Background: an optimization exercise with open tools, aiming at small area and a short achievable clock period. Do not read the settings as production practice. In this exercise RTL edits were held to simulation tests only and were not proved equivalent to the original.

**design/flow/run.sh**
```bash
#!/bin/bash
# synth_recipe.tcl (not shown) runs the flow's synth.tcl, then flattens the netlist and writes it again
# the make line also repeats each setting of config.mk as NAME=value (left out here)
make -C /OpenROAD-flow-scripts/flow DESIGN_CONFIG=/design/flow/config.mk WORK_HOME=/design/flow/orfs CLKGATE_MAP_FILE= SYNTH_SCRIPT=/design/flow/synth_recipe.tcl finish
```
**design/flow/constraint.sdc**
```tcl
create_clock -name core_clock -period 26.0 [get_ports {clk}]
set_input_delay 5.2000 -clock core_clock [delete_from_list [all_inputs] [get_ports {clk}]]
set_output_delay 5.2000 -clock core_clock [all_outputs]
set_load 0.01 [all_outputs]
```
**design/flow/config.mk**
```make
export PLATFORM = sky130hd
export DESIGN_NAME = long_acc4
export DESIGN_NICKNAME = long_acc4
export VERILOG_FILES = /design/flow/design.v
export SDC_FILE = /design/flow/constraint.sdc
export NUM_CORES = 8
export LEC_CHECK = 0
export CAP_MARGIN = 40
export CORE_MARGIN = 2
export CORE_UTILIZATION = 35
export SLEW_MARGIN = 40
```
**design/flow/design.v**
```verilog
module lt_decode (
    input  wire [3:0]         fmt,
    input  wire [15:0]        x,
    input  wire [7:0]         scale,
    output reg                is_nan,
    output reg                is_inf,
    output reg                sign,
    output reg  [10:0]        mag,
    output reg  signed [10:0] exp
);
    localparam F_E4M3   = 4'd0;
    localparam F_E5M2   = 4'd1;
    localparam F_E2M3   = 4'd2;
    localparam F_E3M2   = 4'd3;
    localparam F_E2M1   = 4'd4;
    localparam F_INT8   = 4'd5;
    localparam F_BF16   = 4'd6;
    localparam F_FP16   = 4'd7;
    localparam F_MXE4M3 = 4'd8;
    localparam F_MXE5M2 = 4'd9;
    localparam F_MXE2M3 = 4'd10;
    localparam F_MXE3M2 = 4'd11;
    localparam F_MXFP4  = 4'd12;
    localparam F_MXINT8 = 4'd13;
    wire is_mx = (fmt >= F_MXE4M3) && (fmt <= F_MXINT8);
    wire signed [10:0] scale_exp = is_mx ? ($signed({3'b000, scale}) - 11'sd127) : 11'sd0;
    wire               scale_nan = is_mx && (scale == 8'hFF);
    wire [3:0] e43 = x[6:3];
    wire [2:0] m43 = x[2:0];
    wire [4:0] e52 = x[6:2];
    wire [1:0] m52 = x[1:0];
    wire [1:0] e23 = x[4:3];
    wire [2:0] m23 = x[2:0];
    wire [2:0] e32 = x[4:2];
    wire [1:0] m32 = x[1:0];
    wire [1:0] e21 = x[2:1];
    wire       m21 = x[0];
    wire [7:0] ebf = x[14:7];
    wire [6:0] mbf = x[6:0];
    wire [4:0] ehf = x[14:10];
    wire [9:0] mhf = x[9:0];
    wire [7:0] i8  = x[7:0];
    reg signed [10:0] elem_exp;
    always @(*) begin
        is_nan   = 1'b0;
        is_inf   = 1'b0;
        sign     = 1'b0;
        mag      = 11'd0;
        elem_exp = 11'sd0;
        case (fmt)
            F_E4M3, F_MXE4M3: begin
                sign = x[7];
                if (e43 == 4'hF && m43 == 3'h7)
                    is_nan = 1'b1;
                mag      = {7'd0, (e43 != 4'd0), m43};
                elem_exp = $signed({7'd0, (e43 == 4'd0) ? 4'd1 : e43}) - 11'sd10;
            end
            F_E5M2, F_MXE5M2: begin
                sign = x[7];
                if (e52 == 5'h1F) begin
                    if (m52 == 2'd0) is_inf = 1'b1;
                    else             is_nan = 1'b1;
                end
                mag      = {8'd0, (e52 != 5'd0), m52};
                elem_exp = $signed({6'd0, (e52 == 5'd0) ? 5'd1 : e52}) - 11'sd17;
            end
            F_E2M3, F_MXE2M3: begin
                sign     = x[5];
                mag      = {7'd0, (e23 != 2'd0), m23};
                elem_exp = $signed({9'd0, (e23 == 2'd0) ? 2'd1 : e23}) - 11'sd4;
            end
            F_E3M2, F_MXE3M2: begin
                sign     = x[5];
                mag      = {8'd0, (e32 != 3'd0), m32};
                elem_exp = $signed({8'd0, (e32 == 3'd0) ? 3'd1 : e32}) - 11'sd5;
            end
            F_E2M1, F_MXFP4: begin
                sign     = x[3];
                mag      = {9'd0, (e21 != 2'd0), m21};
                elem_exp = $signed({9'd0, (e21 == 2'd0) ? 2'd1 : e21}) - 11'sd2;
            end
            F_INT8, F_MXINT8: begin
                sign     = i8[7];
                mag      = {3'd0, i8[7] ? (~i8 + 8'd1) : i8};
                elem_exp = (fmt == F_MXINT8) ? -11'sd6 : 11'sd0;
                if (i8 == 8'h80)
                    mag = 11'd128;
            end
            F_BF16: begin
                sign = x[15];
                if (ebf == 8'hFF) begin
                    if (mbf == 7'd0) is_inf = 1'b1;
                    else             is_nan = 1'b1;
                end
                mag      = {3'd0, (ebf != 8'd0), mbf};
                elem_exp = $signed({3'd0, (ebf == 8'd0) ? 8'd1 : ebf}) - 11'sd134;
            end
            F_FP16: begin
                sign = x[15];
                if (ehf == 5'h1F) begin
                    if (mhf == 10'd0) is_inf = 1'b1;
                    else              is_nan = 1'b1;
                end
                mag      = {(ehf != 5'd0), mhf};
                elem_exp = $signed({6'd0, (ehf == 5'd0) ? 5'd1 : ehf}) - 11'sd25;
            end
            default: begin
                is_nan = 1'b1;
            end
        endcase
        if (scale_nan)
            is_nan = 1'b1;
        if (is_nan || is_inf)
            mag = 11'd0;
        exp = elem_exp + scale_exp;
    end
endmodule
module lt_term (
    input  wire               a_nan,
    input  wire               a_inf,
    input  wire               a_sign,
    input  wire [10:0]        a_mag,
    input  wire signed [10:0] a_exp,
    input  wire               b_nan,
    input  wire               b_inf,
    input  wire               b_sign,
    input  wire [10:0]        b_mag,
    input  wire signed [10:0] b_exp,
    input  wire signed [8:0]  w,
    input  wire [5:0]         c,
    output reg  [127:0]       t,
    output reg                clamp,
    output reg                lost
);
    wire [6:0]           top   = 7'd127 - {1'b0, c};
    wire signed [150:0]  hi    = (151'sd1 <<< top) - 151'sd1;
    wire signed [150:0]  lo    = -(151'sd1 <<< top);
    wire        p_sign = a_sign ^ b_sign;
    wire [21:0] p_mag  = a_mag * b_mag;
    wire signed [22:0] n = p_sign ? -$signed({1'b0, p_mag}) : $signed({1'b0, p_mag});
    wire signed [12:0] sh = $signed({a_exp[10], a_exp[10], a_exp})
                          + $signed({b_exp[10], b_exp[10], b_exp})
                          - $signed({{4{w[8]}}, w});
    wire a_zero = !a_nan && !a_inf && (a_mag == 11'd0);
    wire b_zero = !b_nan && !b_inf && (b_mag == 11'd0);
    reg signed [150:0] wide;
    reg [4:0]          rsh;
    reg [21:0]         dropped;
    always @(*) begin
        t       = 128'd0;
        clamp   = 1'b0;
        lost    = 1'b0;
        wide    = 151'sd0;
        rsh     = 5'd0;
        dropped = 22'd0;
        if (a_nan || b_nan) begin
            clamp = 1'b1;
        end else if (a_inf || b_inf) begin
            clamp = 1'b1;
            if (!(a_zero || b_zero))
                t = p_sign ? lo[127:0] : hi[127:0];
        end else if (p_mag == 22'd0) begin
            t = 128'd0;
        end else if (sh >= 13'sd128) begin
            clamp = 1'b1;
            t     = p_sign ? lo[127:0] : hi[127:0];
        end else if (sh >= 13'sd0) begin
            wide = $signed({{128{n[22]}}, n}) <<< sh[6:0];
            if (wide > hi) begin
                clamp = 1'b1;
                t     = hi[127:0];
            end else if (wide < lo) begin
                clamp = 1'b1;
                t     = lo[127:0];
            end else begin
                t = wide[127:0];
            end
        end else if (sh > -13'sd23) begin
            rsh     = 5'd0 - sh[4:0];
            wide    = $signed({{128{n[22]}}, n}) >>> rsh;
            t       = wide[127:0];
            dropped = p_mag & ((22'd1 << rsh) - 22'd1);
            lost    = (dropped != 22'd0);
        end else begin
            lost = 1'b1;
            t    = p_sign ? {128{1'b1}} : 128'd0;
        end
    end
endmodule
module long_acc4 (
    input  wire         clk,
    input  wire         rst,
    input  wire [1:0]   cmd,
    input  wire [8:0]   open_w,
    input  wire [5:0]   open_c,
    input  wire         open_clamp,
    input  wire         open_lost,
    input  wire [3:0]   fmt_a,
    input  wire [15:0]  a,
    input  wire [7:0]   scale_a,
    input  wire [3:0]   fmt_b,
    input  wire [63:0]  b,
    input  wire [31:0]  scale_b,
    output reg          out_valid,
    output wire [511:0] out_acc,
    output wire         out_clamp,
    output wire         out_lost
);
    localparam CMD_NOP    = 2'd0;
    localparam CMD_OPEN   = 2'd1;
    localparam CMD_UPDATE = 2'd2;
    localparam CMD_READ   = 2'd3;
    reg signed [8:0] win_w;
    reg [5:0]        win_c;
    reg              flag_clamp;
    reg              flag_lost;
    reg [127:0]      acc [0:3];
    wire               da_nan, da_inf, da_sign;
    wire [10:0]        da_mag;
    wire signed [10:0] da_exp;
    lt_decode u_dec_a (
        .fmt(fmt_a), .x(a), .scale(scale_a),
        .is_nan(da_nan), .is_inf(da_inf), .sign(da_sign),
        .mag(da_mag), .exp(da_exp)
    );
    wire [127:0] term   [0:3];
    wire [3:0]   tclamp;
    wire [3:0]   tlost;
    genvar j;
    generate
        for (j = 0; j < 4; j = j + 1) begin : g_lane
            wire               db_nan, db_inf, db_sign;
            wire [10:0]        db_mag;
            wire signed [10:0] db_exp;
            lt_decode u_dec_b (
                .fmt(fmt_b), .x(b[16*j +: 16]), .scale(scale_b[8*j +: 8]),
                .is_nan(db_nan), .is_inf(db_inf), .sign(db_sign),
                .mag(db_mag), .exp(db_exp)
            );
            lt_term u_term (
                .a_nan(da_nan), .a_inf(da_inf), .a_sign(da_sign),
                .a_mag(da_mag), .a_exp(da_exp),
                .b_nan(db_nan), .b_inf(db_inf), .b_sign(db_sign),
                .b_mag(db_mag), .b_exp(db_exp),
                .w(win_w), .c(win_c),
                .t(term[j]), .clamp(tclamp[j]), .lost(tlost[j])
            );
            always @(posedge clk) begin
                if (rst || cmd == CMD_OPEN)
                    acc[j] <= 128'd0;
                else if (cmd == CMD_UPDATE)
                    acc[j] <= acc[j] + term[j];
            end
            assign out_acc[128*j +: 128] = acc[j];
        end
    endgenerate
    always @(posedge clk) begin
        if (rst) begin
            win_w      <= 9'sd0;
            win_c      <= 6'd0;
            flag_clamp <= 1'b0;
            flag_lost  <= 1'b0;
            out_valid  <= 1'b0;
        end else begin
            out_valid <= (cmd == CMD_READ);
            if (cmd == CMD_OPEN) begin
                win_w      <= open_w;
                win_c      <= open_c;
                flag_clamp <= open_clamp;
                flag_lost  <= open_lost;
            end else if (cmd == CMD_UPDATE) begin
                flag_clamp <= flag_clamp | (|tclamp);
                flag_lost  <= flag_lost  | (|tlost);
            end
        end
    end
    assign out_clamp = flag_clamp;
    assign out_lost  = flag_lost;
endmodule
```
==> impl_metrics.ini <==
[worst_hold_path]
hold_class = flop to flop
hold_depth = 2
hold_path_end = acc[1][127]$_SDFFE_PP0N_
hp-start = acc[1][127]$_SDFFE_PP0N_

[timing]
slew_headroom = 0.2497
fin_crit_sh = 0.9717
worst-slew-pin-transition_ps = 1125
setup_tns_ps = 0
fin_worst_skew_ps = 92.75
period_needed_ps = 25260
rsz0062_at_grt = false
holdWs_ps = 471.1
setup_violations = 0
fmax_mhz = 39.58
drv_slew = 0
hold_viol = 0

[critical_path]
r2r_setup_slack_ps = 10540
required_ps = 26680
cpPeakStageDelay_ps = 790
crit_type = primary input to flop
reg2reg_to = acc[3][127]$_SDFFE_PP0N_
worstSetupStartpoint = a[8]
worstSetupStartpointType = primary input
cp-end-kind = flop
r2r_cells = 52
crit_slowest_cell = clkdlybuf4s50_1
crit_fanout = 16
cp_common_cell = buf_4
critPathArrivalTime_ps = 25950
reg2reg_from = win_c[5]$_SDFFE_PP0P_

[synth]
ys_async_sr_fraction = 0
synth_ff_type = dfxtp_1
yosys.area.top_type_share = 0.1478
syn_area_sq_um = 137000
syn_inst = 20110
ys_seq_area_frac = 0.07747
postSynthAreaPerCell_sq_um = 6.812
synth_cell_type_count = 117
synth_top_area_cell = ha_1
synth_edf_count = 0
ys_ff_latch = 530
netlist_top_cells_area = ha_1 (15%), a21oi_1 (8.3%), dfxtp_1 (7.7%)
ys_warn_count = 5

[drt]
drtPass1Iterations = 15
dr.first_iter.drc_count = 24150
drc = 0
wl_per_cell_um = 31.66
ant_nets = 0
routed_wirelength_um = 833700
vias_per_cell = 6.405
vias = 168700

[grt]
grt_max_degree = 159
grt_pass1_vias = 152800
grt_overflow_total = 0
grt_use_total = 0.3985
antenna_found_initial = 107
grt_pass1_wl_um = 1154000

[finish]
stdcell_count = 26330
areaGrowthSynthToFinish_pct = 17.40
nets = 23150
layout.cells.most_common = nor2_1
layout.cells.most_common_list = nor2_1 (2385), a21oi_1 (2226), nand2_1 (1800)
drive_above_1_share = 0.1046

[clock_tree]
cts_num_sinks = 530
cts-htree-levels = 3
ctsRootBufferMaster = clkbuf_16
clkLatencyLatePin_ps = 900
clk_pin_slew_ps = 60
cts.hold.buffers_added = 0
cts_made_buffers = 77
cts_tree = done
cts.path.max_buffers = 4

[floorplan]
dieArea_sq_um = 396300
die_w_um = 629.5
num_io_pins = 664
initial_utilization = 0.3517
rows = 229
fp.dieH_um = 629.5
core_sq_um = 389400

[placement]
dp_cells = 26120
io_buffer_count = 663
gp_congestion = 1.132
place_hpwl_um = 663100

[job]
drv_cap = 0

[status]
status = no timing/DRC/antenna violations
[layout make-up]
| cell class | instances | area, sq um |
|---|---|---|
| timing repair buffer | 2069 | 17420 |
| multi-input combinational | 17480 | 120300 |
| sequential | 530 | 10610 |
| tap | 5197 | 6502 |
| inverter | 855 | 3214 |
| fill | 41180 | 228600 |
| clock inverter | 31 | 367.9 |
| antenna | 68 | 170.2 |
| clock buffer | 104 | 2218 |
[critical path: cells and delay by family]
family | cells | cell delay [ps]
adder cells (fa/ha/maj) | 8 | 3590
AO/OA/AOI/OAI | 20 | 5650
AND/OR/NAND/NOR | 27 | 6820
XOR/XNOR | 3 | 550
buffers and inverters | 10 | 2440
multiplexers | 3 | 1590
[routing by layer]
metal | GRT usage | routed length [um] | vias to the layer above
met2 | 0.5623 | 329300 | 10470
met3 | 0.1320 | 100200 | 2347
met1 | 0.5081 | 334400 | 80660
li1 | - | - | 75140
met5 | 0.0001208 | 364 | -
met4 | 0.2758 | 69410 | 52
[registers in the layout, summed over array words and instances, names as in the netlist]
signal / cells
acc: 512
flag_clamp: 1
flag_lost: 1
out_valid: 1
win_c: 6
win_w: 9
[stage by stage]
stage	util	cell area, sq um	setup WS, ps
floorplan	-	137300	3365
global placement	0.4029	156900	-832.4
detailed placement	0.4046	157600	-729.6
CTS	0.4113	160100	128.9
global route	0.4126	160700	37.31
finish	0.4129	160800	735.4
[cells by family after synthesis]
logic type / Yosys count / share of synthesized area
fa+ha+maj: 1991 / 0.2023
flops: 530 / 0.07747
other cells: 2 / 0.00005483
mux: 655 / 0.05082
buf+inv: 2189 / 0.06081
compound gates: 7136 / 0.3258
xor+xnor: 950 / 0.06091
simple gates: 6652 / 0.2218
[worst max-delay path by stage]
stage	to	slack, ps
floorplan	acc[3][122]$_SDFFE_PP0N_	3370
global placement	acc[3][127]$_SDFFE_PP0N_	-830
detailed placement	acc[3][127]$_SDFFE_PP0N_	-730
CTS	acc[3][127]$_SDFFE_PP0N_	130
global route	acc[3][127]$_SDFFE_PP0N_	40
finish	acc[0][121]$_SDFFE_PP0N_	740
[what timing repair did]
item	CTS	global route
setup buffers	0	3
setup endpoints to repair	1	83
resized for setup	1	41
pin swaps	0	2
[synth_stat cells, drive strengths merged (46+ instances only)]
cell and n:
ha 1618, or3 117, buf 227, o21ai 1796, a31oi 228, xor2 261
a211o 97, xnor2 688, fa 373, a211oi 265, nand2 1808, a21o 671
clkbuf 1107, a311oi 47, mux2i 540, nor2b 216, o211ai 202, a221oi 138
o31ai 130, nor2 2436, or2 99, dfxtp 530, mux2 93, nand4 337
o221ai 88, inv 845, a22oi 46, o311ai 47, o21a 210, a2111oi 58
nand2b 205, nor4 105, a21oi 2260, and2 154, o21bai 179, nand3 445
o22ai 135, and3 148, nor3 402

[static timing again, ports no longer ideal]
The results above use ideal ports. As a check the final layout listed here was re-extracted and re-timed, cells and wires unchanged. Step 1 (the two cells are an assumption about what drives the block):
set clk [get_ports {clk}]
set_driving_cell -lib_cell sky130_fd_sc_hd__clkbuf_16 $clk
set_driving_cell -lib_cell sky130_fd_sc_hd__buf_2 [delete_from_list [all_inputs] $clk]
Step 2 times the ports against the registers' clock, not the clock port: input delays grow and output delays shrink by t, the midpoint of the rising clock arrivals with the driver on. Three values: no drivers, after step 1, after step 2; two values: the first two.
t, ns: 0.972
setup slack, ns: 0.735 / 0.831 / -0.141
worst setup path after step 2: input to register
slew at the worst register clock pin (ns): 0.09 / 0.09
pins driven straight from the clock port: 1
With both steps, setup timing fails in this run, where it was met with ideal ports. For this run, drivers alone change the setup slack by +0.096 ns; drivers and shift together by -0.876 ns.
